From an optimization exercise on the open Yosys and OpenROAD flow, aimed at small area, a short achievable clock period and few clock cycles per item; shortcuts taken in it are not production practice.
At most, simulation tests tie the RTL to the original design; equivalence was not proved.

==> amber: inputs <==
// codec_residue_coder
module codec_residue_coder (
    input  wire        clk,
    input  wire        rst,           
    input  wire        in_valid,
    output wire        in_ready,
    input  wire        in_first,      
    input  wire [1:0]  in_kind,       
    input  wire [2:0]  in_near,       
    input  wire        in_pred_ext,   
    input  wire [15:0] in_p,
    input  wire [15:0] in_x,
    input  wire [15:0] in_a,
    input  wire [15:0] in_b,
    input  wire [15:0] in_c,
    input  wire [15:0] in_d,
    output reg         out_valid,
    input  wire        out_ready,
    output wire [15:0] out_xr,        
    output wire [31:0] out_code,      
    output wire [5:0]  out_len        
);
Settings: LEC_CHECK=0, ABC_AREA=1, CAP_MARGIN=10, CORE_MARGIN=2, CORE_UTILIZATION=65, CTS_BUF_LIST=sky130_fd_sc_hd__clkbuf_16, CTS_CLUSTER_DIAMETER=70, CTS_CLUSTER_SIZE=30, PLACE_DENSITY=0.8, SLEW_MARGIN=10, BUFFER_PORTS_ARGS=-buffer_cell sky130_fd_sc_hd__buf_2; clock period 62.0 ns.
standard.sh (not shown) runs the stock make flow with config.mk's settings and CLKGATE_MAP_FILE= SYNTH_SCRIPT=/design/flow/synth_recipe.tcl, a recipe that flattens the netlist after the stock synthesis.
==> flow/flow/run.sh <==
#!/bin/bash
# The standard layout, with the port buffers placed as buf_2 cells instead of the
# resizer's default pick (a slow clkdlybuf4s50_1 delay cell). Everything else, synthesis
# included, is standard.sh unchanged.
set -euo pipefail
cd "$(dirname "$0")/.."
echo 'export BUFFER_PORTS_ARGS = -buffer_cell sky130_fd_sc_hd__buf_2' >> config.mk
bash standard.sh > standard.log 2>&1
==> inputs of nickel, as changes to amber <==
--- a/flow/design.v
+++ b/flow/design.v
@@ -99,16 +99,16 @@
             (near == 3'd4) ? 11'd2 :
             (near == 3'd5) ? 11'd2 :
             (near == 3'd6) ? 11'd2 :
             11'd2;
     endfunction
     function [4:0] div_step(input [3:0] rem, input nb, input [2:0] nr);
-        reg [4:0] d;
+        reg [5:0] s;
         begin
-            d = {1'b0, rem} - {2'b0, nr} - {4'b0, ~nb};
-            div_step = d[4] ? {1'b0, rem[2:0], nb} : {1'b1, d[2:0], ~nb};
+            s = {1'b0, rem, nb} - {2'b0, nr, 1'b1};
+            div_step = s[5] ? {1'b0, rem[2:0], nb} : {1'b1, s[3:0]};
         end
     endfunction
     integer i, j;
     reg  skid_v;
     reg  rdy_q;
     wire adv = !skid_v;
Settings changed: CORE_UTILIZATION 65 to 60, CTS_CLUSTER_DIAMETER 70 to 60, CTS_CLUSTER_SIZE 30 to 24, PLACE_DENSITY 0.8 to default.
==> inputs of indigo, as changes to amber <==
--- a/flow/design.v
+++ b/flow/design.v
@@ -99,16 +99,16 @@
             (near == 3'd4) ? 11'd2 :
             (near == 3'd5) ? 11'd2 :
             (near == 3'd6) ? 11'd2 :
             11'd2;
     endfunction
     function [4:0] div_step(input [3:0] rem, input nb, input [2:0] nr);
-        reg [4:0] d;
+        reg [5:0] s;
         begin
-            d = {1'b0, rem} - {2'b0, nr} - {4'b0, ~nb};
-            div_step = d[4] ? {1'b0, rem[2:0], nb} : {1'b1, d[2:0], ~nb};
+            s = {1'b0, rem, nb} - {2'b0, nr, 1'b1};
+            div_step = s[5] ? {1'b0, rem[2:0], nb} : {1'b1, s[3:0]};
         end
     endfunction
     integer i, j;
     reg  skid_v;
     reg  rdy_q;
     wire adv = !skid_v;
Settings changed: CTS_CLUSTER_DIAMETER 70 to 60, CTS_CLUSTER_SIZE 30 to 24, PLACE_DENSITY 0.8 to 0.7.
==> summary of the runs <==
Between indigo and nickel, the lower hold slack is in nickel (gap 0.012 ns).
Setup slack: indigo > nickel > amber.
Clock skew: indigo is lower than amber (0.014 ns).
Sequential share of layout area: nickel is lower than amber (1.1 points).
Between amber and indigo, the lower critical path depth is in indigo (gap 4).
In sequential cell count, amber and nickel do not differ.
Against nickel, the final area of amber is smaller by about 1.9%.
==> figures <==
	amber	indigo	nickel
Sequential standard cell area	52300 sq um	52300 sq um	52300 sq um
Compound-Gate Fraction of Synth Area	8.59%	8.17%	8.17%
Pin slew with the least headroom to its limit	1.27 ns	1.27 ns	1.41 ns
Vert. Die Dim	356 um	356 um	371 um
Number of CTS-inserted buffers	87	107	115
Type of destination of the critical path	register	output pin	output pin
Slew headroom	12.9%	15.1%	5.75%
Non-clock buffer area fraction after layout	2.25%	2.33%	2.30%
Layout filler cell count	8157	8490	10000
Slowest cell on the critical path	nor2_4	edfxtp_1	edfxtp_1
Total met3 wirelength after detailed routing	42500 um	44000 um	41300 um
Cell area after synthesis	80300 sq um	80600 sq um	80600 sq um
Run status	finished clean	finished clean	finished clean
Number of inserted diodes	4	11	5
Final worst clock skew	0.0803 ns	0.0661 ns	0.0563 ns
Testbench counts of amber, summed over its fixed seeds: cycles 99,268, items 99,228.
Testbench counts of nickel, summed over its fixed seeds: cycles 99,268, items 99,228.
Testbench counts of indigo, summed over its fixed seeds: cycles 99,268, items 99,228.

==> v26 <==
Another version of the RTL of codec_residue_coder (not shown whole).
clock: 62.0 ns
lec_check: 0
abc_area: 1
cap_margin: 10
core_margin: 2
core_utilization: 60
cts_buf_list: sky130_fd_sc_hd__clkbuf_16
cts_cluster_diameter: 60
cts_cluster_size: 24
slew_margin: 10
run.sh (not shown) runs the stock make flow with config.mk's settings and CLKGATE_MAP_FILE= SYNTH_SCRIPT=/design/flow/synth_recipe.tcl, a recipe that flattens the netlist after the stock synthesis.
Stock flow here: none of the scripts above is used.
==> inputs of v37, as changes to v26 <==
--- a/flow/design.v
+++ b/flow/design.v
@@ -98,18 +98,18 @@
             (near == 3'd3) ? 11'd2 :
             (near == 3'd4) ? 11'd2 :
             (near == 3'd5) ? 11'd2 :
             (near == 3'd6) ? 11'd2 :
             11'd2;
     endfunction
     function [4:0] div_step(input [3:0] rem, input nb, input [2:0] nr);
-        reg [5:0] s;
+        reg [4:0] d;
         begin
-            s = {1'b0, rem, nb} - {2'b0, nr, 1'b1};
-            div_step = s[5] ? {1'b0, rem[2:0], nb} : {1'b1, s[3:0]};
+            d = {1'b0, rem} - {2'b0, nr} - {4'b0, ~nb};
+            div_step = d[4] ? {1'b0, rem[2:0], nb} : {1'b1, d[2:0], ~nb};
         end
     endfunction
     integer i, j;
     reg  skid_v;
     reg  rdy_q;
     wire adv = !skid_v;
     assign in_ready = rdy_q;
@@ -172,29 +172,29 @@
         else
             pred = a0 + d_bc[15:0];          
     end
     wire [16:0] e    = {1'b0, x0} - {1'b0, pred};
     wire        sgn  = e[16];
     wire [16:0] n_s1 = (e ^ {17{sgn}}) + {13'd0, sgn} + {14'd0, near_s1};
     reg [3:0] rem_s1;
-    reg [2:0] qh_s1;
+    reg [1:0] qh_s1;
     reg [4:0] st1;
     always @(*) begin
         rem_s1 = 4'd0;
-        for (i = 16; i >= 14; i = i - 1) begin
+        for (i = 16; i >= 15; i = i - 1) begin
             st1 = div_step(rem_s1, n_s1[i], near_s1);
-            qh_s1[i-14] = st1[4];
+            qh_s1[i-15] = st1[4];
             rem_s1 = st1[3:0];
         end
     end
     reg        v1, first1, sgn1;
     reg [1:0]  kind1;
     reg [2:0]  near1;
-    reg [2:0]  qh1;
-    reg [13:0] nl1;
+    reg [1:0]  qh1;
+    reg [14:0] nl1;
     reg [3:0]  rem1;
     reg [15:0] x1;
     reg [5:0]  ctx1;
     always @(posedge clk) begin
         if (rst)
             v1 <= 1'b0;
         else if (adv)
@@ -205,62 +205,62 @@
                 near_q <= near0;
             end
             first1 <= first0;
             kind1  <= kind_s1;
             near1  <= near_s1;
             sgn1   <= sgn;
             qh1    <= qh_s1;
-            nl1    <= n_s1[13:0];
+            nl1    <= n_s1[14:0];
             rem1   <= rem_s1;
             x1     <= x0;
             ctx1   <= ctx_s1;
         end
     end
     reg [3:0] rem_d1;
     reg [6:0] qm_d1;
     reg [4:0] st2;
     always @(*) begin
         rem_d1 = rem1;
-        for (i = 13; i >= 7; i = i - 1) begin
+        for (i = 14; i >= 8; i = i - 1) begin
             st2 = div_step(rem_d1, nl1[i], near1);
-            qm_d1[i-7] = st2[4];
+            qm_d1[i-8] = st2[4];
             rem_d1 = st2[3:0];
         end
     end
     reg        v2, first2, sgn2;
     reg [1:0]  kind2;
     reg [2:0]  near2;
-    reg [9:0]  qh2;
-    reg [6:0]  nl2;
+    reg [8:0]  qh2;
+    reg [7:0]  nl2;
     reg [3:0]  rem2;
     reg [15:0] x2;
     reg [5:0]  ctx2;
     always @(posedge clk) begin
         if (rst)
             v2 <= 1'b0;
         else if (adv)
             v2 <= v1;
         if (adv) begin
             first2 <= first1;
             kind2  <= kind1;
             near2  <= near1;
             sgn2   <= sgn1;
             qh2    <= {qh1, qm_d1};
-            nl2    <= nl1[6:0];
+            nl2    <= nl1[7:0];
             rem2   <= rem_d1;
             x2     <= x1;
             ctx2   <= ctx1;
         end
     end
     reg [3:0] rem_d2;
-    reg [6:0] ql_d2;
+    reg [7:0] ql_d2;
     reg [4:0] st3;
     always @(*) begin
         rem_d2 = rem2;
-        for (i = 6; i >= 0; i = i - 1) begin
+        for (i = 7; i >= 0; i = i - 1) begin
             st3 = div_step(rem_d2, nl2[i], near2);
             ql_d2[i] = st3[4];
             rem_d2 = st3[3:0];
         end
     end
     reg        v3, first3, sgn3;
     reg [1:0]  kind3;
@@ -284,23 +284,24 @@
             x3     <= x2;
             ctx3   <= ctx2;
         end
     end
     wire [16:0] range3 = f_range(kind3, near3);
     wire [16:0] thr    = ((range3 + 17'd1) >> 1) + {16'd0, sgn3 & ~range3[0]};
     wire        flip   = qa3 >= thr;
-    wire [16:0] aq     = flip ? range3 - qa3 : qa3;
-    wire        negq   = sgn3 ? (!flip && qa3 != 17'd0) : flip;
-    wire [16:0] m3     = {aq[15:0], 1'b0} - {16'd0, negq};
+    wire        negq   = flip ? !sgn3 : (sgn3 && qa3 != 17'd0);
+    wire [16:0] aqm    = (qa3 ^ {17{flip}}) + (flip ? range3 : {17{negq}}) + {16'd0, flip & sgn3};
+    wire [16:0] m3     = {aqm[15:0], negq};
     wire signed [5:0]  tn  = $signed({3'b0, near3}) - $signed({2'b0, rem3});
     wire signed [5:0]  tns = sgn3 ? -tn : tn;
     wire signed [17:0] xr0 = $signed({2'b0, x3}) + tns;
+    wire xr_ovf = (kind3 == 2'd2) ? xr0[16] :
+                  (kind3 == 2'd1) ? (xr0[16:8] != 9'd0) : (xr0[16:10] != 7'd0);
     wire [15:0] maxv = (kind3 == 2'd2) ? 16'hffff : (kind3 == 2'd1) ? 16'h00ff : 16'h03ff;
-    wire [15:0] xr3 = xr0[17] ? 16'd0 :
-                      (xr0[16:0] > {1'b0, maxv}) ? maxv : xr0[15:0];
+    wire [15:0] xr3 = xr0[17] ? 16'd0 : xr_ovf ? maxv : xr0[15:0];
     reg [20:0]     ctx_a [0:NCTX-1];
     reg [5:0]      ctx_n [0:NCTX-1];
     reg [NCTX-1:0] ctx_v;
     wire [4:0]  qbpp   = f_qbpp(kind3, near3);
     wire [10:0] a_init = f_ainit(kind3, near3);
     reg [26:0] rd;
     reg        rd_v;
==> flow/flow/run.sh (new file) <==
#!/bin/bash
# The standard layout, with the port buffers placed as buf_2 cells instead of the
# resizer's default pick (a slow clkdlybuf4s50_1 delay cell). Everything else, synthesis
# included, is standard.sh unchanged.
set -euo pipefail
cd "$(dirname "$0")/.."
echo 'export BUFFER_PORTS_ARGS = -buffer_cell sky130_fd_sc_hd__buf_2' >> config.mk
bash standard.sh > standard.log 2>&1
==> flow/standard.sh (new file) <==
#!/bin/bash
# synth_recipe.tcl (not shown) runs the flow's synth.tcl, then flattens the netlist and writes it again
# the make line also repeats each setting of config.mk as NAME=value (left out here)
make -C /OpenROAD-flow-scripts/flow DESIGN_CONFIG=/design/flow/config.mk WORK_HOME=/design/flow/orfs CLKGATE_MAP_FILE= SYNTH_SCRIPT=/design/flow/synth_recipe.tcl "${@:-finish}"
Settings changed: BUFFER_PORTS_ARGS from default to -buffer_cell sky130_fd_sc_hd__buf_2, CORE_UTILIZATION 60 to 65, PLACE_DENSITY from default to 0.7.
removed: flow/run.sh
==> comparison table <==
|  | v26 | v37 |
|---|---|---|
| Result of the run | no timing/DRC/antenna violations | no timing/DRC/antenna violations |
| Per-instance average area after synthesis | 11.5 µm² | 11.8 µm² |
| Simple-Gate Fraction of Synth Area | 14.9% | 13.7% |
| Crit path capture | out_xr[9] | out_xr[10] |
| Worst path slowest cell | sky130_fd_sc_hd__clkdlybuf4s50_1 | sky130_fd_sc_hd__edfxtp_1 |
| Sequential area share after synthesis | 64.5% | 65.1% |
| Achievable frequency | 71.4 MHz | 73.0 MHz |
| Post-DP HPWL | 170000 µm | 164000 µm |
| M1 wire length | 99500 µm | 92700 µm |
| Area taken by flip-flops and latches | 52300 µm² | 52300 µm² |
| Met2 track demand over resource | 57.3% | 59.0% |
Testbench counts of v37, summed over its fixed seeds: cycles 99,268, items 99,228.
Function not checked in v26: the RTL went through the layout flow alone.

==> trial 40 <==
codec_residue_coder, a different RTL version from the one above (not shown whole).
Settings: LEC_CHECK=0, ABC_AREA=1, CAP_MARGIN=10, CORE_MARGIN=2, CORE_UTILIZATION=60, CTS_BUF_LIST=sky130_fd_sc_hd__clkbuf_4 sky130_fd_sc_hd__clkbuf_8, SLEW_MARGIN=10; clock period 62.0 ns.
Stock flow here: none of the scripts above is used.
==> build 71 (differences from trial 40) <==
--- a/flow/design.v
+++ b/flow/design.v
@@ -14,17 +14,17 @@
     input  wire [15:0] in_c,
     input  wire [15:0] in_d,
     output reg         out_valid,
     input  wire        out_ready,
     output wire [15:0] out_xr,        
     output wire [31:0] out_code,      
     output wire [5:0]  out_len        
 );
-    localparam NCTX = 50;
+    localparam NCTX = 52;
     function [16:0] f_range(input [1:0] kind, input [2:0] near);
         case ({kind, near})
             5'o00: f_range = 17'd1024;  5'o01: f_range = 17'd342;
             5'o02: f_range = 17'd206;   5'o03: f_range = 17'd148;
             5'o04: f_range = 17'd115;   5'o05: f_range = 17'd94;
             5'o06: f_range = 17'd80;    5'o07: f_range = 17'd70;
             5'o10: f_range = 17'd256;   5'o11: f_range = 17'd86;
             5'o12: f_range = 17'd52;    5'o13: f_range = 17'd38;
@@ -58,28 +58,19 @@
             5'o10: f_ainit = 11'd4;
             5'o20: f_ainit = 11'd1024; 5'o21: f_ainit = 11'd341; 5'o22: f_ainit = 11'd205;
             5'o23: f_ainit = 11'd146;  5'o24: f_ainit = 11'd114; 5'o25: f_ainit = 11'd93;
             5'o26: f_ainit = 11'd79;   5'o27: f_ainit = 11'd68;
             5'o30: f_ainit = 11'd16;   5'o31: f_ainit = 11'd5;   5'o32: f_ainit = 11'd3;
             default: f_ainit = 11'd2;
         endcase
     endfunction
-    function [4:0] div_step(input [3:0] rem, input nb, input [2:0] nr);
-        reg [5:0] s;
-        begin
-            s = {1'b0, rem, nb} - {2'b0, nr, 1'b1};
-            div_step = s[5] ? {1'b0, rem[2:0], nb} : {1'b1, s[3:0]};
-        end
-    endfunction
-    integer i;
     reg  skid_v;
-    reg  rdy_q;
     wire adv = !skid_v;
-    assign in_ready = rdy_q;
+    assign in_ready = adv;
     reg        v0;
     reg        first0, pext0;
     reg [1:0]  kind0;
     reg [2:0]  near0;
     reg [15:0] x0, a0, b0, c0, d0, p0;
     always @(posedge clk) begin
         if (rst)
             v0 <= 1'b0;
@@ -112,116 +103,110 @@
     wire c_gt_a = !d_ca[16] && (d_ca[15:0] != 16'd0);
     wire c_gt_b = d_bc[16];
     wire c_lt_a = d_ca[16];
     wire c_lt_b = !d_bc[16] && (d_bc[15:0] != 16'd0);
     wire a_gt_b = !d_ab[16] && (d_ab[15:0] != 16'd0);
     wire [17:0] act  = {2'b0, ad_db} + {2'b0, ad_bc} + {2'b0, ad_ca};
     wire [11:0] acts = (kind_s1 == 2'd2) ? act[17:6] : act[11:0];
     reg  [3:0]  g;
+    integer i;
     always @(*) begin
         g = 4'd0;
         for (i = 0; i < 12; i = i + 1)
             if (acts[i]) g = i[3:0] + 4'd1;
     end
-    wire [5:0] ctx_s1 = (g == 4'd12) ? {5'b11000, c_gt_a} : {g, c_gt_a, c_gt_b};
+    wire [5:0] ctx_s1 = {g, c_gt_a, c_gt_b};
     reg [15:0] pred;
     always @(*) begin
         if (pext0)
             pred = p0;
         else if (!c_lt_a && !c_lt_b)         
             pred = a_gt_b ? b0 : a0;
         else if (!c_gt_a && !c_gt_b)         
             pred = a_gt_b ? a0 : b0;
         else
             pred = a0 + d_bc[15:0];          
     end
-    wire [16:0] e    = {1'b0, x0} - {1'b0, pred};
-    wire        sgn  = e[16];
-    wire [16:0] n_s1 = (e ^ {17{sgn}}) + {13'd0, sgn} + {14'd0, near_s1};
-    reg [3:0] rem_s1;
-    reg [2:0] qh_s1;
-    reg [4:0] st;
-    always @(*) begin
-        rem_s1 = 4'd0;
-        for (i = 16; i >= 14; i = i - 1) begin
-            st = div_step(rem_s1, n_s1[i], near_s1);
-            qh_s1[i-14] = st[4];
-            rem_s1 = st[3:0];
-        end
-    end
+    wire [16:0] e     = {1'b0, x0} - {1'b0, pred};
+    wire        sgn   = e[16];
+    wire [16:0] n_s1  = (e ^ {17{sgn}}) + {13'd0, sgn} + {14'd0, near_s1};
     reg        v1, first1, sgn1;
     reg [1:0]  kind1;
     reg [2:0]  near1;
-    reg [2:0]  qh1;
-    reg [13:0] nl1;
-    reg [3:0]  rem1;
+    reg [16:0] n1;
     reg [15:0] x1;
     reg [5:0]  ctx1;
     always @(posedge clk) begin
         if (rst)
             v1 <= 1'b0;
         else if (adv)
             v1 <= v0;
         if (adv) begin
             if (v0 && first0) begin
                 kind_q <= kind0;
                 near_q <= near0;
             end
             first1 <= first0;
             kind1  <= kind_s1;
             near1  <= near_s1;
             sgn1   <= sgn;
-            qh1    <= qh_s1;
-            nl1    <= n_s1[13:0];
-            rem1   <= rem_s1;
+            n1     <= n_s1;
             x1     <= x0;
             ctx1   <= ctx_s1;
         end
     end
-    reg [3:0] rem_d1;
-    reg [6:0] qm_d1;
+    function [4:0] div_step(input [3:0] rem, input nb, input [2:0] nr);
+        reg [5:0] s;
+        begin
+            s = {1'b0, rem, nb} - {2'b0, nr, 1'b1};
+            div_step = s[5] ? {1'b0, rem[2:0], nb} : {1'b1, s[3:0]};    
+        end
+    endfunction
+    reg [3:0]  rem_d1;
+    reg [7:0]  qh_d1;
+    reg [4:0]  st;
     always @(*) begin
-        rem_d1 = rem1;
-        for (i = 13; i >= 7; i = i - 1) begin
-            st = div_step(rem_d1, nl1[i], near1);
-            qm_d1[i-7] = st[4];
+        rem_d1 = 4'd0;
+        for (i = 16; i >= 9; i = i - 1) begin
+            st = div_step(rem_d1, n1[i], near1);
+            qh_d1[i-9] = st[4];
             rem_d1 = st[3:0];
         end
     end
     reg        v2, first2, sgn2;
     reg [1:0]  kind2;
     reg [2:0]  near2;
-    reg [9:0]  qh2;
-    reg [6:0]  nl2;
+    reg [7:0]  qh2;
+    reg [8:0]  nl2;
     reg [3:0]  rem2;
     reg [15:0] x2;
     reg [5:0]  ctx2;
     always @(posedge clk) begin
         if (rst)
             v2 <= 1'b0;
         else if (adv)
             v2 <= v1;
         if (adv) begin
             first2 <= first1;
             kind2  <= kind1;
             near2  <= near1;
             sgn2   <= sgn1;
-            qh2    <= {qh1, qm_d1};
-            nl2    <= nl1[6:0];
+            qh2    <= qh_d1;
+            nl2    <= n1[8:0];
             rem2   <= rem_d1;
             x2     <= x1;
             ctx2   <= ctx1;
         end
     end
-    reg [3:0] rem_d2;
-    reg [6:0] ql_d2;
+    reg [3:0]  rem_d2;
+    reg [8:0]  ql_d2;
     always @(*) begin
         rem_d2 = rem2;
-        for (i = 6; i >= 0; i = i - 1) begin
+        for (i = 8; i >= 0; i = i - 1) begin
             st = div_step(rem_d2, nl2[i], near2);
             ql_d2[i] = st[4];
             rem_d2 = st[3:0];
         end
     end
     reg        v3, first3, sgn3;
     reg [1:0]  kind3;
     reg [2:0]  near3;
@@ -257,49 +242,46 @@
     wire [15:0] maxv = (kind3 == 2'd2) ? 16'hffff : (kind3 == 2'd1) ? 16'h00ff : 16'h03ff;
     wire [15:0] xr3 = xr0[17] ? 16'd0 :
                       (xr0[16:0] > {1'b0, maxv}) ? maxv : xr0[15:0];
     reg [20:0]     ctx_a [0:NCTX-1];
     reg [5:0]      ctx_n [0:NCTX-1];
     reg [NCTX-1:0] ctx_v;
     wire [4:0]  qbpp   = f_qbpp(kind3, near3);
     wire [10:0] a_init = f_ainit(kind3, near3);
-    reg [26:0] rd;
-    reg        rd_v;
+    wire        use_init = first3 || !ctx_v[ctx3];
+    reg  [26:0] rd;
     always @(*) begin
-        rd   = 27'd0;
-        rd_v = 1'b0;
-        for (i = 0; i < NCTX; i = i + 1) begin
-            rd   = rd | ({ctx_a[i], ctx_n[i]} & {27{ctx3 == i}});
-            rd_v = rd_v | (ctx_v[i] & (ctx3 == i));
-        end
+        rd = 27'd0;
+        for (i = 0; i < NCTX; i = i + 1)
+            rd = rd | ({ctx_a[i], ctx_n[i]} & {27{ctx3 == i}});
     end
-    wire        use_init = first3 || !rd_v;
     wire [20:0] cur_a = use_init ? {10'd0, a_init} : rd[26:6];
     wire [5:0]  cur_n = use_init ? 6'd1 : rd[5:0];
     reg [4:0] k;
     always @(*) begin
         k = qbpp;
         for (i = 15; i >= 0; i = i - 1)
             if (({16'd0, cur_n} << i) >= {1'b0, cur_a} && i < qbpp)
                 k = i[4:0];
     end
     wire [21:0] a_sum = {1'b0, cur_a} + {6'd0, m3[16:1]} + {21'd0, m3[0]};
     wire        n_wrap = (cur_n == 6'd63);
     wire [20:0] a_new = n_wrap ? a_sum[21:1] : a_sum[20:0];
     wire [5:0]  n_new = n_wrap ? 6'd32 : cur_n + 6'd1;
     wire        wr    = v3 && adv;
+    integer j;
     always @(posedge clk) begin
         if (wr) begin
             ctx_a[ctx3] <= a_new;
             ctx_n[ctx3] <= n_new;
         end
-        for (i = 0; i < NCTX; i = i + 1)
-            if (wr && (first3 || ctx3 == i))
-                ctx_v[i] <= (ctx3 == i);
+        for (j = 0; j < NCTX; j = j + 1)
+            if (wr && (first3 || ctx3 == j))
+                ctx_v[j] <= (ctx3 == j);
     end
     wire [16:0] u      = m3 >> k;
     wire [4:0]  ulimit = 5'd31 - qbpp;
     wire        esc    = u >= {12'd0, ulimit};
     wire [16:0] mm1    = m3 - 17'd1;
     wire [16:0] kmask  = ~(17'h1ffff << k);
     wire [16:0] code3  = esc ? ((17'd1 << qbpp) | mm1)
                              : ((17'd1 << k) | (m3 & kmask));
@@ -307,24 +289,21 @@
     reg [15:0] o_xr,  s_xr;
     reg [16:0] o_code, s_code;
     reg [5:0]  o_len, s_len;
     wire head_free = !out_valid || out_ready;
     always @(posedge clk) begin
         if (rst) begin
             out_valid <= 1'b0;
             skid_v    <= 1'b0;
-            rdy_q     <= 1'b1;
         end else if (head_free) begin
             out_valid <= skid_v || wr;
             skid_v    <= 1'b0;
-            rdy_q     <= 1'b1;
         end else if (wr) begin
             skid_v    <= 1'b1;
-            rdy_q     <= 1'b0;
         end
         if (head_free) begin
             if (skid_v) begin
                 o_xr <= s_xr; o_code <= s_code; o_len <= s_len;
             end else begin
                 o_xr <= xr3;  o_code <= code3;  o_len <= len3;
             end
         end
- ABC_AREA: 1 -> default
- CAP_MARGIN: 10 -> 20
- CORE_UTILIZATION: 60 -> 40
- CTS_BUF_LIST: sky130_fd_sc_hd__clkbuf_4 sky130_fd_sc_hd__clkbuf_8 -> default
- SLEW_MARGIN: 10 -> 20
==> key figures <==
Synth
  – Synth Area per Inst: 12.9 um2
  – Synth Area in XOR/XNOR: under 10%
  – Synth Register Bits: roughly 1800
  – Adder-cell share of the synthesized area: between 5 and 6%

Status
  – Status: complete, no violations

Layout
  – Multi-input logic area: ~31000 um2

Placement
  – Gpl congestion: about 0.93

STA
  – Fin worst setup slack: 47.13 ns

GRT
  – GRT Total Usage: between 20% and 30%
Source of the figures above: build 71

==> key figures <==
STA
  – Rel. slew slack: ~15%

Placement
  – Post-DP Area: approximately 88000 um2
  – Gpl congestion: approximately 0.94

Synth
  – Synth top cells by count: nand2_1 (2128), edfxtp_1 (1723), inv_1 (622), nor2_1 (569), ha_1 (356)
  – Synth Area per Inst: 10.9 um2
  – Adder-cell share of the synthesized area: roughly 6.3%
  – Synth Area in XOR/XNOR: under 10%

GRT
  – GRT Total Usage: 38.6%

Status
  – Status: complete, no violations

Critical path
  – Slowest stage delay, CP: about 0.54 ns

Layout
  – Fin cells: between 10000 and 15000
  – Multi-input logic area: roughly 29000 um2
Source of the figures above: trial 40

No functional check of the RTL was part of any run of this note.

## what the ideal ports hide
In the flow no input, the clock included, has a driving cell. The finished layouts below were timed again as built, in two steps.
Step 1 sets driving cells, clkbuf_16 on the clock port and buf_2 on the other inputs (assumed; they add their load-dependent delay and slew).
Step 2 also shifts input and output timing later by t, the mid clock arrival at the registers, as if the neighbouring blocks saw the same clock.
Slacks: ideal ports / drivers / drivers and shift; pairs: ideal ports / drivers.
run | shift t [ns] | setup slack, ns | worst setup path at the end | worst data-port slew with drivers (ns)
amber | 0.839 | 48.270 / 48.205 / 47.487 | input to register | 0.05
nickel | 0.847 | 48.303 / 48.221 / 47.975 | input to register | 0.05
indigo | 0.841 | 48.305 / 48.229 / 47.923 | input to register | 0.05
v26 | 0.825 | 48.002 / 47.924 / 47.361 | input to register | 0.06
v37 | 0.851 | 48.299 / 48.221 / 47.603 | input to register | 0.06
trial 40 | 1.071 | 47.740 / 47.661 / 47.218 | input to register | 0.07
build 71 | 0.934 | 47.128 / 47.035 / 47.622 | input to register | 0.06
After both steps every run listed still meets setup and hold. The setup slack of amber, which loses most, moves by -0.065 ns with the drivers and by -0.783 ns with both steps.
